This design comes from an exercise in tuning for small area and a short achievable clock period on the open sky130 flow, not from production work. Function was checked by simulation only, so behaviour that the tests miss may differ from the original.

==> job 749: inputs <==
// vx_topk
module vx_topk #(
    parameter integer K = 16
) (
    input  wire          clk,
    input  wire          rst,           
    input  wire          in_valid,
    input  wire          in_last,       
    input  wire [31:0]   in_key,        
    input  wire [2:0]    in_ktype,      
    input  wire          in_desc,       
    input  wire          in_drop_nan,   
    output reg           out_valid,
    output reg  [K*32-1:0] out_key,     
    output reg  [K*16-1:0] out_tag,     
    output wire [4:0]    out_count,     
    output wire          out_nan_seen,  
    output wire          out_err        
);
clock: 22.0 ns
lec_check: 0
cap_margin: 20
core_margin: 2
core_utilization: 40
setup_slack_margin: 2
slew_margin: 20
run.sh (not shown) runs the stock make flow with config.mk's settings and CLKGATE_MAP_FILE= SYNTH_SCRIPT=/design/flow/synth_recipe.tcl, a recipe that flattens the netlist after the stock synthesis.
==> job 5733: changes against job 749 <==
--- a/flow/design.v
+++ b/flow/design.v
@@ -103,10 +103,11 @@
         s1_sint  <= k_sint;
         s1_desc  <= desc;
         s1_zero  <= (w_key[30:0] == 31'd0);
     end
     reg  [K-1:0] lv;           
+    reg  [4:0]  cnt;           
     reg  [15:0] idx;           
     reg         r_nan, r_bad;
     wire        take = s1_vld && s1_take;
     wire [15:0] tag  = s1_first ? 16'd0 : idx;
     wire [K-1:0] cur = s1_first ? {K{1'b0}} : lv;    
@@ -132,38 +133,21 @@
                 if (!n31) rt = {s1_sint ? 3'b111 : 3'b000, 3'b100};
                 else      rt = {3'b100, s1_sint ? 3'b000 : 3'b111};
             end
         end
     end
-    function [1:0] mag_cmp(input [30:0] n, input [30:0] e);
-        reg [31:0] g, p;
-        integer l, k, w;
-        begin
-            g = {1'b0, ~n & e};
-            p = {1'b1, ~n | e};
-            w = 32;
-            for (l = 0; l < 5; l = l + 1) begin
-                w = w / 2;
-                for (k = 0; k < 16; k = k + 1)
-                    if (k < w) begin
-                        g[k] = g[2*k+1] | (p[2*k+1] & g[2*k]);
-                        p[k] = p[2*k+1] & p[2*k];
-                    end
-            end
-            mag_cmp = {g[0] | p[0], g[0]};
-        end
-    endfunction
-    reg  [31:0] q_key [0:K-1];
-    reg  [15:0] q_tag [0:K-1];
+    wire [47:0] v_ent [0:K-1];
+    wire [47:0] vn_ent [0:K-1];
+    wire [1:0]  cm_ent [0:K-1];
     reg  [K-1:0] gb;          
     reg  [1:0]  cm;
     reg  [31:0] v;
     reg         e_nan;
     always @* begin
         for (i = 0; i < K; i = i + 1) begin
-            v     = ~q_key[i];
-            cm    = mag_cmp(s1_key[30:0], v[30:0]);
+            v     = v_ent[i][47:16];
+            cm    = cm_ent[i];
             e_nan = s1_float && (&v[30:22]);
             if (!cur[i])
                 gb[i] = 1'b1;
             else if (e_nan && !s1_nan)
                 gb[i] = 1'b1;
@@ -171,29 +155,46 @@
                 gb[i] = cm[0] ? rt[3] : cm[1] ? rt[4] : rt[5];
             else
                 gb[i] = cm[0] ? rt[0] : cm[1] ? rt[1] : rt[2];
         end
     end
-    reg  [K-1:0] s_new, s_sh, s_hold;
-    always @* begin
+    wire        clr = s1_vld && s1_first;
+    reg  [K-1:0] gbt, s_new, s_sh, s_hold;
+    always @* begin
+        for (i = 0; i < K; i = i + 1)
+            gbt[i] = take && gb[i];
         for (i = 0; i < K; i = i + 1) begin
-            s_new[i]  = take && gb[i] && (i == 0 || !gb[(i+K-1)%K]);
-            s_sh[i]   = take && gb[i] && (i != 0 && gb[(i+K-1)%K]);
-            s_hold[i] = !(take && gb[i]);
-        end
-    end
-    always @(posedge clk) begin
-        for (i = 0; i < K; i = i + 1) begin
-            q_key[i] <= ~(({32{s_hold[i]}} & ~q_key[i]) |
-                          ({32{s_new[i]}}  & s1_key) |
-                          ({32{s_sh[i]}}   & ~q_key[(i+K-1)%K]));
-            q_tag[i] <= ~(({16{s_hold[i]}} & ~q_tag[i]) |
-                          ({16{s_new[i]}}  & tag) |
-                          ({16{s_sh[i]}}   & ~q_tag[(i+K-1)%K]));
-        end
+            s_new[i]  = gbt[i] && (i == 0 || !gbt[(i+K-1)%K]);
+            s_sh[i]   = gbt[i] && (i != 0 && gbt[(i+K-1)%K]) && !clr;
+            s_hold[i] = !gbt[i] && !clr;
+        end
+    end
+    genvar g;
+    generate
+        for (g = 0; g < K; g = g + 1) begin : g_slot
+            vx_topk_cmp u_cmp (
+                .n  (s1_key[30:0]),
+                .en (vn_ent[g][46:16]),
+                .lt (cm_ent[g][0]),
+                .le (cm_ent[g][1])
+            );
+            vx_topk_slot #(.W(48)) u_slot (
+                .clk  (clk),
+                .hold (s_hold[g]),
+                .ins  (s_new[g]),
+                .shift(s_sh[g]),
+                .nn   (~{s1_key, tag}),
+                .pn   (vn_ent[(g+K-1)%K]),
+                .q    (v_ent[g]),
+                .qn   (vn_ent[g])
+            );
+        end
+    endgenerate
+    always @(posedge clk) begin
         if (s1_vld) begin
             lv    <= take ? {cur[K-2:0], 1'b1} : cur;
+            cnt   <= (s1_first ? 5'd0 : cnt) + {4'd0, take && !cur[K-1]};
             idx   <= tag + 16'd1;
             r_nan <= (!s1_first && r_nan) || s1_nan;
             r_bad <= s1_bad;
         end
     end
@@ -201,19 +202,53 @@
         if (rst) out_valid <= 1'b0;
         else     out_valid <= s1_vld && s1_last;
     end
     always @* begin
         for (i = 0; i < K; i = i + 1) begin
-            out_key[32*i +: 32] = ~({32{lv[i]}} & q_key[i]);
-            out_tag[16*i +: 16] = ~({16{lv[i]}} & q_tag[i]);
-        end
-    end
-    reg  [4:0] cnt;
-    always @* begin
-        cnt = 5'd0;
-        for (i = 0; i < K; i = i + 1)
-            if (lv[i]) cnt = i + 1;
+            out_key[32*i +: 32] = v_ent[i][47:16];
+            out_tag[16*i +: 16] = v_ent[i][15:0];
+        end
     end
     assign out_count    = cnt;
     assign out_nan_seen = r_nan;
     assign out_err      = r_bad;
 endmodule
+module vx_topk_slot #(
+    parameter integer W = 48
+) (
+    input  wire         clk,
+    input  wire         hold,
+    input  wire         ins,
+    input  wire         shift,
+    input  wire [W-1:0] nn,
+    input  wire [W-1:0] pn,
+    output reg  [W-1:0] q,
+    output wire [W-1:0] qn
+);
+    assign qn = ~q;
+    always @(posedge clk)
+        q <= ~(({W{hold}} & qn) | ({W{ins}} & nn) | ({W{shift}} & pn));
+endmodule
+module vx_topk_cmp (
+    input  wire [30:0] n,
+    input  wire [30:0] en,
+    output wire        lt,
+    output wire        le
+);
+    reg [31:0] g, p;
+    integer l, k, w;
+    always @* begin
+        g = {1'b0, ~(n | en)};
+        p = {1'b1, ~(n & en)};
+        w = 32;
+        for (l = 0; l < 5; l = l + 1) begin
+            w = w / 2;
+            for (k = 0; k < 16; k = k + 1)
+                if (k < w) begin
+                    g[k] = g[2*k+1] | (p[2*k+1] & g[2*k]);
+                    p[k] = p[2*k+1] & p[2*k];
+                end
+        end
+    end
+    assign lt = g[0];
+    assign le = g[0] | p[0];
+endmodule
==> flow/flow/run.sh (new file) <==
#!/bin/bash
# The standard layout (the standard.sh), with two changes to how it is
# made; the clock period and constraints are unchanged:
#  - each port gets a sky130_fd_sc_hd__buf_1 as its port buffer;
#  - timing repair aims at a setup slack of 15.8 ns.
# make's full output goes to make_finish.log in the work folder; ORFS's
# per-step logs are under orfs/logs.
set -o pipefail
bash standard.sh "BUFFER_PORTS_ARGS=-buffer_cell sky130_fd_sc_hd__buf_1" \
    SETUP_SLACK_MARGIN=15.8 finish > make_finish.log 2>&1
==> flow/standard.sh (new file) <==
#!/bin/bash
# synth_recipe.tcl (not shown) runs the flow's synth.tcl, then flattens the netlist and writes it again
# the make line also repeats each setting of config.mk as NAME=value (left out here)
make -C /OpenROAD-flow-scripts/flow DESIGN_CONFIG=/design/flow/config.mk WORK_HOME=/design/flow/orfs CLKGATE_MAP_FILE= SYNTH_SCRIPT=/design/flow/synth_recipe.tcl "${@:-finish}"
--- a/flow/config.mk
+++ b/flow/config.mk
@@ -6,7 +6,8 @@
 export NUM_CORES = 4
 export LEC_CHECK = 0
 export CAP_MARGIN = 20
 export CORE_MARGIN = 2
 export CORE_UTILIZATION = 40
-export SETUP_SLACK_MARGIN = 2
+export CTS_CLUSTER_DIAMETER = 100
+export CTS_CLUSTER_SIZE = 20
 export SLEW_MARGIN = 20
removed: flow/run.sh
==> job 7325: changes against job 749 <==
==> flow/flow/run.sh (new file) <==
#!/bin/bash
# The standard layout, with timing repair aimed at a setup slack of 15 ns
# (the clock period and constraints are unchanged). make's output goes to
# make_finish.log in the work folder; ORFS's per-step logs are under orfs/logs.
set -o pipefail
bash standard.sh SETUP_SLACK_MARGIN=15 finish > make_finish.log 2>&1
==> flow/standard.sh (new file) <==
#!/bin/bash
# synth_recipe.tcl (not shown) runs the flow's synth.tcl, then flattens the netlist and writes it again
# the make line also repeats each setting of config.mk as NAME=value (left out here)
make -C /OpenROAD-flow-scripts/flow DESIGN_CONFIG=/design/flow/config.mk WORK_HOME=/design/flow/orfs CLKGATE_MAP_FILE= SYNTH_SCRIPT=/design/flow/synth_recipe.tcl "${@:-finish}"
--- a/flow/config.mk
+++ b/flow/config.mk
@@ -5,8 +5,7 @@
 export SDC_FILE = /design/flow/constraint.sdc
 export NUM_CORES = 4
 export LEC_CHECK = 0
 export CAP_MARGIN = 20
 export CORE_MARGIN = 2
-export CORE_UTILIZATION = 40
-export SETUP_SLACK_MARGIN = 2
+export CORE_UTILIZATION = 55
 export SLEW_MARGIN = 20
removed: flow/run.sh
==> flow_summary.json <==
{
  "status": "finished clean",
  "min_period_over_period_pct": 38.2,
  "clkbuf_count": 167,
  "met2_length_mm": 110,
  "p_switching_mw": 3.21,
  "syn_area_mm2": 0.0502,
  "fin_skew_ns": 0.0226,
  "core_area_mm2": 0.124
}
The numbers above come from job 749.

==> flow_summary.json <==
{
  "status": "finished clean",
  "core_area_mm2": 0.0903,
  "min_period_over_period_pct": 32.4,
  "ys_seq_area_share_pct": 37.2,
  "fin_skew_ns": 0.0439,
  "ys_warn_count": 3,
  "p_switching_mw": 3.17,
  "met2_length_mm": 99.5,
  "syn_area_mm2": 0.0502,
  "clkbuf_count": 145
}
The numbers above come from job 7325.

==> flow_summary.json <==
{
  "syn_area_mm2": 0.0465,
  "p_switching_mw": 1.40,
  "met2_length_mm": 109,
  "rsz0062_at_grt": "false",
  "status": "finished clean",
  "clkbuf_count": 63,
  "ys_seq_area_share_pct": 39.5,
  "path_max_fanout": 6,
  "fin_skew_ns": 0.0524,
  "hold_violations": 0,
  "core_area_mm2": 0.116,
  "seq_share_pct": 35.1
}
The numbers above come from job 5733.

## what the ideal ports hide
The flow's constraints put no driver on any port. The routed layouts listed below were extracted and timed again, unchanged, in two steps.
Step 1 sets driving cells, clkbuf_16 on the clock port and buf_2 on the other inputs (assumed; they add their load-dependent delay and slew).
Step 2 adds t to the input delays and takes it off the output delays; t is the mean of the earliest and latest rising clock arrival at the registers after step 1. Input paths then give back, and output paths get back, about the clock's delay inside the block.
a / b / c = no drivers / after step 1 / after step 2; a / b = the first two.
run | t (ns) | slack for setup (ns) | hold slack, ns | cell pins on the clock port's net
job 749 | 0.786 | 13.599 / 13.517 / 14.302 | 0.354 / 0.354 / 0.354 | 1
job 5733 | 0.797 | 15.775 / 15.695 / 15.875 | 0.360 / 0.360 / 0.360 | 1
job 7325 | 0.782 | 14.865 / 14.787 / 15.569 | 0.359 / 0.359 / 0.359 | 1
After both steps every run listed still meets setup and hold.
